What follows belongs to an exercise in optimizing a design on an open flow for small area, a short achievable clock period and few clock cycles; a production flow would make more cautious choices.
Only simulation tests tie the RTL to the original design; equivalence was not proved.

==> run.sh <==
#!/bin/bash
# synth_recipe.tcl (not shown) runs the flow's synth.tcl, then flattens the netlist and writes it again
# the make line also repeats each setting of config.mk as NAME=value (left out here)
make -C /OpenROAD-flow-scripts/flow DESIGN_CONFIG=/design/flow/config.mk WORK_HOME=/design/flow/orfs CLKGATE_MAP_FILE= SYNTH_SCRIPT=/design/flow/synth_recipe.tcl finish
==> config.mk <==
export PLATFORM = sky130hd
export DESIGN_NAME = nib_law
export DESIGN_NICKNAME = nib_law
export VERILOG_FILES = /design/flow/design.v
export SDC_FILE = /design/flow/constraint.sdc
export NUM_CORES = 4
export LEC_CHECK = 0
export CAP_MARGIN = 20
export CORE_MARGIN = 2
export CORE_UTILIZATION = 30
export PLACE_DENSITY = 0.5
export SLEW_MARGIN = 20
==> constraint.sdc <==
create_clock -name core_clock -period 22.0 [get_ports {clk}]
set_input_delay 4.4000 -clock core_clock [delete_from_list [all_inputs] [get_ports {clk}]]
set_output_delay 4.4000 -clock core_clock [all_outputs]
set_load 0.01 [all_outputs]
==> design.v <==
module nib_law (
    input  wire        clk,
    input  wire        rst,           
    input  wire        start,         
    input  wire        op_init,       
    input  wire        keep_hist,     
    input  wire        clear,         
    input  wire        outer,         
    input  wire        ff_en,
    input  wire [3:0]  outer_shift,   
    input  wire [3:0]  inner_shift,   
    input  wire [31:0] b0,
    input  wire [31:0] b1,
    input  wire [31:0] b2,
    input  wire [31:0] a1,
    input  wire [31:0] a2,
    input  wire [31:0] kp,
    input  wire [31:0] ki,
    input  wire [31:0] ff_gain,
    input  wire [31:0] d_min,
    input  wire [31:0] d_max,
    input  wire [31:0] lo,
    input  wire [31:0] hi,
    input  wire [31:0] e_o,           
    input  wire [31:0] i_set,         
    input  wire [31:0] i_n,           
    input  wire [31:0] v,             
    input  wire [31:0] vbus,          
    input  wire [19:0] period,        
    output wire        ready,
    output reg         done,
    output reg  [31:0] d_out,
    output reg  [19:0] on_out,
    output reg  [31:0] iref_out,
    output reg  [31:0] integ_out,
    output reg  [9:0]  flags
);
    localparam signed [31:0] QMAX = 32'sh7FFF_FFFF;
    localparam signed [31:0] QMIN = 32'sh8000_0000;
    localparam signed [31:0] BUS_FLOOR_V = 32'sd100000;
    localparam [3:0] S_IDLE = 4'd0,
                     S_FF   = 4'd1,    
                     S_E    = 4'd2,    
                     S_PRE  = 4'd3,
                     S_INT  = 4'd4,
                     S_O    = 4'd5,
                     S_EI   = 4'd6,
                     S_B0   = 4'd7,
                     S_B1   = 4'd8,
                     S_B2   = 4'd9,
                     S_A1   = 4'd10,
                     S_A2   = 4'd11,
                     S_WAIT = 4'd12,   
                     S_ON   = 4'd13;   
    reg [3:0] state;
    assign ready = (state == S_IDLE);
    reg        r_init, r_keep, r_outer, r_ff_en;
    reg [3:0]  r_osh, r_ish;
    reg signed [31:0] r_b0, r_b1, r_b2, r_a1, r_a2, r_kp, r_ki, r_ffg;
    reg signed [31:0] r_dmin, r_dmax, r_lo, r_hi;
    reg signed [31:0] r_eo, r_iset, r_in, r_v, r_vbus;
    reg [19:0] r_period;
    reg signed [31:0] integ, e1, e2, y1, y2;
    reg        isp;           
    reg signed [31:0] e_r, pre_r, iref_r, ei_r, y_r, dd_r;
    reg signed [66:0] acc;
    reg        asat;          
    reg        oal;           
    function signed [31:0] sat48;
        input signed [47:0] x;
        begin
            if (x > $signed({{16{1'b0}}, QMAX}))
                sat48 = QMAX;
            else if (x < $signed({{16{1'b1}}, QMIN}))
                sat48 = QMIN;
            else
                sat48 = x[31:0];
        end
    endfunction
    function at_bound48;
        input signed [47:0] x;
        begin
            at_bound48 = (x >= $signed({{16{1'b0}}, QMAX})) ||
                         (x <= $signed({{16{1'b1}}, QMIN}));
        end
    endfunction
    function signed [31:0] clamp;
        input signed [31:0] x, l, h;
        begin
            if (x < l)      clamp = l;
            else if (x > h) clamp = h;
            else            clamp = x;
        end
    endfunction
    reg  signed [31:0] mul_a, mul_b;
    reg                acc_clr;      
    reg                mul_neg;      
    reg  signed [31:0] add_q;        
    always @* begin
        mul_a   = 32'sd0;
        mul_b   = 32'sd0;
        acc_clr = 1'b1;
        mul_neg = 1'b0;
        add_q   = 32'sd0;
        case (state)
            S_FF:  begin mul_a = r_ffg; mul_b = r_v; end
            S_PRE: begin mul_a = r_kp;  mul_b = e_r; add_q = integ; end
            S_INT: begin mul_a = r_ki;  mul_b = e_r; add_q = integ; end
            S_O:   begin mul_a = r_kp;  mul_b = e_r; add_q = integ; end
            S_B0:  begin mul_a = r_b0;  mul_b = ei_r; end
            S_B1:  begin mul_a = r_b1;  mul_b = e1;   acc_clr = 1'b0; end
            S_B2:  begin mul_a = r_b2;  mul_b = e2;   acc_clr = 1'b0; end
            S_A1:  begin mul_a = r_a1;  mul_b = y1;   acc_clr = 1'b0; mul_neg = 1'b1; end
            S_A2:  begin mul_a = r_a2;  mul_b = y2;   acc_clr = 1'b0; mul_neg = 1'b1; end
            S_ON:  begin mul_a = dd_r;  mul_b = $signed({12'd0, r_period}); end
            default: ;
        endcase
    end
    wire signed [63:0] prod = mul_a * mul_b;
    wire signed [66:0] sum  = (acc_clr ? 67'sd0 : acc)
                            + (mul_neg ? -{{3{prod[63]}}, prod} : {{3{prod[63]}}, prod})
                            + {{5{add_q[31]}}, add_q, 30'd0};
    wire signed [66:0] sum_r = sum + (sum[66] ? 67'sd536870911 : 67'sd536870912);
    wire signed [36:0] rnd   = sum_r[66:30];    
    wire signed [47:0] rnd48 = {{11{rnd[36]}}, rnd};
    wire signed [31:0] rnd_sat = sat48(rnd48);
    wire               rnd_at  = at_bound48(rnd48);
    reg         div_busy, div_done;
    reg  [5:0]  div_cnt;
    reg  [32:0] div_rem;
    reg  [31:0] div_lo;       
    reg  [31:0] div_q;
    reg  [32:0] div_den;
    reg         div_neg, div_ovf;
    reg         bus_floor_r;
    wire signed [31:0] vb     = (r_vbus < BUS_FLOOR_V) ? BUS_FLOOR_V : r_vbus;
    wire        [63:0] n_mag  = prod[63] ? -prod : prod;      
    wire        [64:0] n2     = {n_mag, 1'b0} + {33'd0, vb};
    wire        [32:0] den2   = {vb, 1'b0};
    wire               n2_ovf = (n2[64:32] >= den2);
    wire        [33:0] rem_sh = {div_rem, div_lo[31]};
    wire        [34:0] rem_df = {1'b0, rem_sh} - {2'b0, div_den};
    reg signed [31:0] ff_val;
    reg               ff_val_at;
    always @* begin
        if (div_neg) begin
            if (div_ovf || div_q > 32'h8000_0000) begin
                ff_val = QMIN; ff_val_at = 1'b1;
            end else begin
                ff_val = -$signed(div_q);
                ff_val_at = (div_q == 32'h8000_0000);
            end
        end else begin
            if (div_ovf || div_q >= 32'h7FFF_FFFF) begin
                ff_val = QMAX; ff_val_at = 1'b1;
            end else begin
                ff_val = $signed(div_q);
                ff_val_at = 1'b0;
            end
        end
    end
    wire signed [47:0] e_sh   = {{16{r_eo[31]}}, r_eo} <<< r_osh;
    wire signed [32:0] ei_dif = {iref_r[31], iref_r} - {r_in[31], r_in};
    wire signed [47:0] ei_sh  = {{15{ei_dif[32]}}, ei_dif} <<< r_ish;
    wire signed [31:0] ff_use = r_ff_en ? ff_val : 32'sd0;
    wire signed [47:0] draw_x = {{16{y_r[31]}}, y_r} + {{16{ff_use[31]}}, ff_use};
    wire signed [31:0] d_raw  = sat48(draw_x);
    wire signed [31:0] d_cl   = clamp(d_raw, r_dmin, r_dmax);
    wire signed [47:0] y1_x   = {{16{d_cl[31]}}, d_cl} - {{16{ff_use[31]}}, ff_use};
    wire signed [31:0] start_d = clamp(r_ff_en ? ff_val : r_dmin, r_dmin, r_dmax);
    wire ff_ready = !r_ff_en || div_done;
    always @(posedge clk) begin
        if (rst) begin
            state     <= S_IDLE;
            done      <= 1'b0;
            integ     <= 32'sd0;
            e1        <= 32'sd0;
            e2        <= 32'sd0;
            y1        <= 32'sd0;
            y2        <= 32'sd0;
            isp       <= 1'b0;
            flags     <= 10'd0;
            div_busy  <= 1'b0;
            div_done  <= 1'b0;
        end else begin
            done <= 1'b0;
            if (div_busy) begin
                if (rem_df[34]) begin
                    div_rem <= rem_sh[32:0];
                    div_q   <= {div_q[30:0], 1'b0};
                end else begin
                    div_rem <= rem_df[32:0];
                    div_q   <= {div_q[30:0], 1'b1};
                end
                div_lo  <= {div_lo[30:0], 1'b0};
                div_cnt <= div_cnt - 6'd1;
                if (div_cnt == 6'd1) begin
                    div_busy <= 1'b0;
                    div_done <= 1'b1;
                end
            end
            case (state)
                S_IDLE: if (start) begin
                    r_init   <= op_init;
                    r_keep   <= keep_hist;
                    r_outer  <= outer;
                    r_ff_en  <= ff_en;
                    r_osh    <= outer_shift;
                    r_ish    <= inner_shift;
                    r_b0     <= b0;
                    r_b1     <= b1;
                    r_b2     <= b2;
                    r_a1     <= a1;
                    r_a2     <= a2;
                    r_kp     <= kp;
                    r_ki     <= ki;
                    r_ffg    <= ff_gain;
                    r_dmin   <= d_min;
                    r_dmax   <= d_max;
                    r_lo     <= lo;
                    r_hi     <= hi;
                    r_eo     <= e_o;
                    r_iset   <= i_set;
                    r_in     <= i_n;
                    r_v      <= v;
                    r_vbus   <= vbus;
                    r_period <= period;
                    if (clear)
                        flags[5:0] <= 6'd0;
                    div_done <= 1'b0;
                    asat     <= 1'b0;
                    oal      <= 1'b0;
                    state    <= S_FF;
                end
                S_FF: begin
                    if (r_ff_en) begin
                        div_busy    <= 1'b1;
                        div_cnt     <= 6'd32;
                        div_rem     <= n2[64:32];
                        div_lo      <= n2[31:0];
                        div_q       <= 32'd0;
                        div_den     <= den2;
                        div_neg     <= (prod != 64'sd0) && (r_ffg[31] ^ r_v[31]);
                        div_ovf     <= n2_ovf;
                        bus_floor_r <= (r_vbus < BUS_FLOOR_V);
                    end else begin
                        bus_floor_r <= 1'b0;
                    end
                    state <= r_init ? S_WAIT : S_E;
                end
                S_E: begin
                    if (r_outer) begin
                        e_r  <= sat48(e_sh);
                        asat <= asat | at_bound48(e_sh);
                        state <= S_PRE;
                    end else begin
                        iref_r <= r_iset;
                        state  <= S_EI;
                    end
                end
                S_PRE: begin
                    pre_r <= rnd_sat;
                    asat  <= asat | rnd_at;
                    state <= S_INT;
                end
                S_INT: begin
                    if (r_lo < pre_r && pre_r < r_hi && !isp) begin
                        integ <= rnd_sat;
                        asat  <= asat | rnd_at;
                    end
                    state <= S_O;
                end
                S_O: begin
                    iref_r <= clamp(rnd_sat, r_lo, r_hi);
                    asat   <= asat | rnd_at;
                    state  <= S_EI;
                end
                S_EI: begin
                    if (r_outer)
                        oal <= (iref_r == r_lo) || (iref_r == r_hi);
                    ei_r  <= sat48(ei_sh);
                    asat  <= asat | at_bound48(ei_sh);
                    state <= S_B0;
                end
                S_B0: begin acc <= sum; state <= S_B1; end
                S_B1: begin acc <= sum; state <= S_B2; end
                S_B2: begin acc <= sum; state <= S_A1; end
                S_A1: begin acc <= sum; state <= S_A2; end
                S_A2: begin
                    y_r   <= rnd_sat;
                    asat  <= asat | rnd_at;
                    state <= S_WAIT;
                end
                S_WAIT: if (ff_ready) begin
                    if (r_init) begin
                        dd_r <= start_d;
                        if (!r_keep) begin
                            e1  <= 32'sd0;
                            e2  <= 32'sd0;
                            y1  <= 32'sd0;
                            y2  <= 32'sd0;
                            isp <= 1'b0;
                        end
                        integ    <= clamp(r_in, r_lo, r_hi);
                        iref_out <= 32'sd0;
                    end else begin
                        dd_r <= d_cl;
                        e2   <= e1;
                        e1   <= ei_r;
                        y2   <= y1;
                        y1   <= sat48(y1_x);
                        isp  <= (d_cl != d_raw);
                        iref_out <= iref_r;
                        flags[9] <= oal;
                        flags[8] <= (d_cl != d_raw);
                        if (oal)            flags[3] <= 1'b1;
                        if (d_raw < r_dmin) flags[2] <= 1'b1;
                        if (d_raw > r_dmax) flags[1] <= 1'b1;
                        if (bus_floor_r)    flags[5] <= 1'b1;
                        if (asat || at_bound48(draw_x) || at_bound48(y1_x) ||
                            (r_ff_en && ff_val_at))
                            flags[0] <= 1'b1;
                    end
                    state <= S_ON;
                end
                S_ON: begin
                    d_out     <= dd_r;
                    on_out    <= rnd_sat[19:0];
                    integ_out <= integ;
                    done      <= 1'b1;
                    state     <= S_IDLE;
                end
                default: state <= S_IDLE;
            endcase
        end
    end
endmodule
==> flow_metrics.py <==
metrics = {
    "yosys": {
        "synth_edf_count": 1091,
        "synth_most_common_cell": "inv_1",
        "synth_area_sq_um": 121000,
        "synth_top_area_frac": 0.271,
        "async_flop_share": 0,
        "syn_avg_cell_area_sq_um": 9.47,
        "netlist_instances": 12700,
        "synth_warnings": 1,
        "synthDistinctLibCells": 125,
        "synth_top_cell_by_area": "edfxtp_1",
        "synth_flop_cell": "edfxtp_1",
        "synthTopCellsByArea": "edfxtp_1 27%, fa_1 19%, ha_1 8.5%, inv_1 5.1%, nand2_1 3.9%",
        "synthTopCellsByCount": "1630 x inv_1, 1258 x nand2_1, 1248 x nor2_1",
        "synth_seq_area_share": 0.300,
        "ys_ff_latch": 1266,
    },
    "clocking": {
        "numCtsBuffers": 161,
        "cts_num_sinks": 1266,
        "tritoncts": "yes",
        "clk_latency_ns": 0.95,
        "clock_path_buffers": 4,
        "ctsHoldBuffers": 0,
        "htree_levels": 4,
        "clk_pin_slew_ns": 0.07,
        "cts_root_buf": "clkbuf_16",
    },
    "final_layout": {
        "area_growth_pct": 19.8,
        "fillers": 40800,
        "largestRegisters": "acc: 67 flops, div_rem: 33 flops",
        "top_register": "acc",
        "drive_gt1_frac": 0.0998,
        "largest_reg_flops": 67,
        "nNetsFinal": 16300,
        "finalNonFillerCells": 19200,
    },
    "critical_path": {
        "cp.arrival_ns": 21.75,
        "reg2reg_slack_ns": 0.85,
        "r2r-start": "state[1]$_SDFFE_PP0P_",
        "slowest_stage": "or4b_4",
        "crit_fanout": 17,
        "cp_top_family": "adder cells",
        "path_buf_inv": 22,
        "crit_required_ns": 22.60,
        "cp-start-kind": "flop",
        "cp-end-kind": "flop",
        "reg2reg_depth": 94,
        "r2r-end": "iref_r[26]$_DFFE_PP_",
        "path_class": "flop to flop",
        "critPathMostFrequentCell": "buf_4",
        "cpPeakStageDelay_ns": 0.62,
    },
    "min_path": {
        "worstHoldStart": "r_iset[28]$_DFFE_PP_",
        "holdCritPathClass": "flop to flop",
        "holdPathEnd": "iref_r[28]$_DFFE_PP_",
        "hold_depth": 2,
    },
    "sta": {
        "worst_pin_slew_ns": 1.23,
        "hold_viol": 0,
        "fin_crit_sh": 0.961,
        "slew_headroom": 0.176,
        "setup_slack_ns": 0.851,
        "slew_violations": 0,
        "clock.fmax_ghz": 0.0473,
        "fin_crit_ns": 21.15,
        "finalSetupViolations": 0,
        "fin_skew_ns": 0.127,
    },
    "route": {
        "wl_met3_um": 37400,
        "wl_per_cell_um": 27.9,
        "route.detailed.drc": 0,
        "drt-total-wl_um": 536000,
        "drtAntennaViolNets": 0,
        "top_layer": "met5",
        "first_pass_iters": 8,
        "vias": 102000,
        "wl_met2_um": 239000,
        "wl_met1_um": 224000,
        "drt_iter0_drc": 10200,
        "viasPerCell": 5.29,
    },
    "grt": {
        "grt_usage": 0.255,
        "overflow": 0,
        "grt_pass1_wl_um": 746000,
        "grt_start_max_net_pins": 150,
        "grt_pass1_vias": 99500,
        "grt_antenna_before_repair": 35,
    },
    "status": {
        "run_status": "finished clean",
    },
    "die": {
        "initial_core_util": 0.302,
        "die_w_um": 638,
        "die_h_um": 638,
        "core_sq_um": 400000,
        "die_area_sq_um": 407000,
        "row_count": 232,
        "ios": 708,
    },
    "job": {
        "maxCapViolCount": 0,
    },
    "placed_design": {
        "dp_cells": 18900,
        "gp_congestion": 1.02,
        "hpwl_um": 440000,
        "pre_cts_ws_ns": -0.659,
        "io_buffers": 704,
    },
}
==> cells by family (layout without fill, tap and decap cells) <==
logic type / Yosys count / count (layout) / share of synthesized area
XOR/XNOR: 512 / 512 / 0.0373
AO/OA/AOI/OAI: 2673 / 2673 / 0.144
flip-flops: 1266 / 1266 / 0.300
adder cells (fa/ha/maj): 1953 / 1953 / 0.272
other: 1 / 29 / 0.0000311
AND/OR/NAND/NOR: 3786 / 3788 / 0.144
buffers and inverters: 2238 / 3407 / 0.0719
multiplexers: 315 / 315 / 0.0302
==> per-layer routing <==
layer	up-vias	GRT usage
li1	45900	-
met1	50900	0.337
met2	4001	0.399
met3	852	0.0394
met4	12	0.141
met5	-	0.00225
==> placed cells by master (no fill, tap or decap), drive strengths merged, types with 90 or more instances in the layout <==
master and count:
clkdlybuf4s50 703, edfxtp 1091, a211oi 123, a31oi 90
o21ai 599, and2 109, nand3 145, a22oi 297
fa 1124, a21o 290, buf 773, xnor2 363
nor2 1249, nor3 177, mux2i 224, clkbuf 188
dfxtp 175, nand4 184, a21oi 675, nand2b 153
nor2b 142, nand2 1258, xor2 149, ha 819
inv 1644
==> worst max path at each step <==
stage	from	endpoint	slack [ns]	cells past startpoint
finish	state[1]$_SDFFE_PP0P_	iref_r[26]$_DFFE_PP_	0.85	94
global route	state[1]$_SDFFE_PP0P_	iref_r[26]$_DFFE_PP_	-0.08	99
CTS	state[1]$_SDFFE_PP0P_	iref_r[26]$_DFFE_PP_	0.03	94
detailed placement	state[1]$_SDFFE_PP0P_	iref_r[30]$_DFFE_PP_	-0.66	96
global placement	state[1]$_SDFFE_PP0P_	iref_r[27]$_DFFE_PP_	-0.55	96
floorplan	state[1]$_SDFFE_PP0P_	iref_r[23]$_DFFE_PP_	0.06	95
==> layout make-up <==
cell class / count / area, sq um / area share
multi-input combinational: 9244 / 76700 / 0.530
sequential: 1266 / 36300 / 0.251
timing repair buffer: 1478 / 13500 / 0.0931
tap: 5265 / 6590 / 0.0456
inverter: 1633 / 6130 / 0.0424
clock buffer: 186 / 4220 / 0.0292
clock inverter: 110 / 1130 / 0.00781
antenna: 26 / 65.1 / 0.000450
==> what timing repair did <==
| action | CTS | global route |
|---|---|---|
| buffers inserted | 3 | 28 |
| resized for setup | 11 | 112 |
| pin swaps | 1 | 21 |
| cloned | 0 | 4 |
| endpoints found under the setup margin | 32 | 32 |
==> metrics by stage <==
step / hold slack (ns) / util / area (sq um) / TNS (ns)
2_1_floorplan: 0.417 / - / 121000 / 0
3_3_place_gp: 0.473 / 0.346 / 138000 / -16.82
3_5_place_dp: 0.483 / 0.346 / 138000 / -19.82
4_1_cts: 0.466 / 0.359 / 144000 / 0
5_1_grt: 0.510 / 0.361 / 144000 / -1.42
6_report: 0.480 / 0.361 / 145000 / 0
==> tightest hold or removal path: stages (launching register included) <==
cell and delay (ns):
edfxtp_1 0.33, nand2_1 0.06, o21ai_1 0.06
Testbench counts, summed over its fixed seeds: cycles 109,584.

[port drivers added, routing unchanged]
The results above use ideal ports. As a check the final layout listed here was re-extracted and re-timed, cells and wires unchanged.
Step 1: set_driving_cell puts a clkbuf_16 on clk and a buf_2 on each other input, an assumption about the parent block.
Step 2 times the ports against the registers' clock, not the clock port: input delays grow and output delays shrink by t, the midpoint of the rising clock arrivals with the driver on.
Three values: ideal ports, drivers, drivers and shift; two values: the first two.
t, ns: 1.010
slack for setup (ns): 0.851 / 0.851 / 0.851
worst hold slack (ns): 0.480 / 0.480 / 0.480
pins driven straight from the clock port: 1
After both steps setup and hold are still met in this run. The setup slack of this run moves by 0.000 ns with the drivers and by 0.000 ns with both steps.
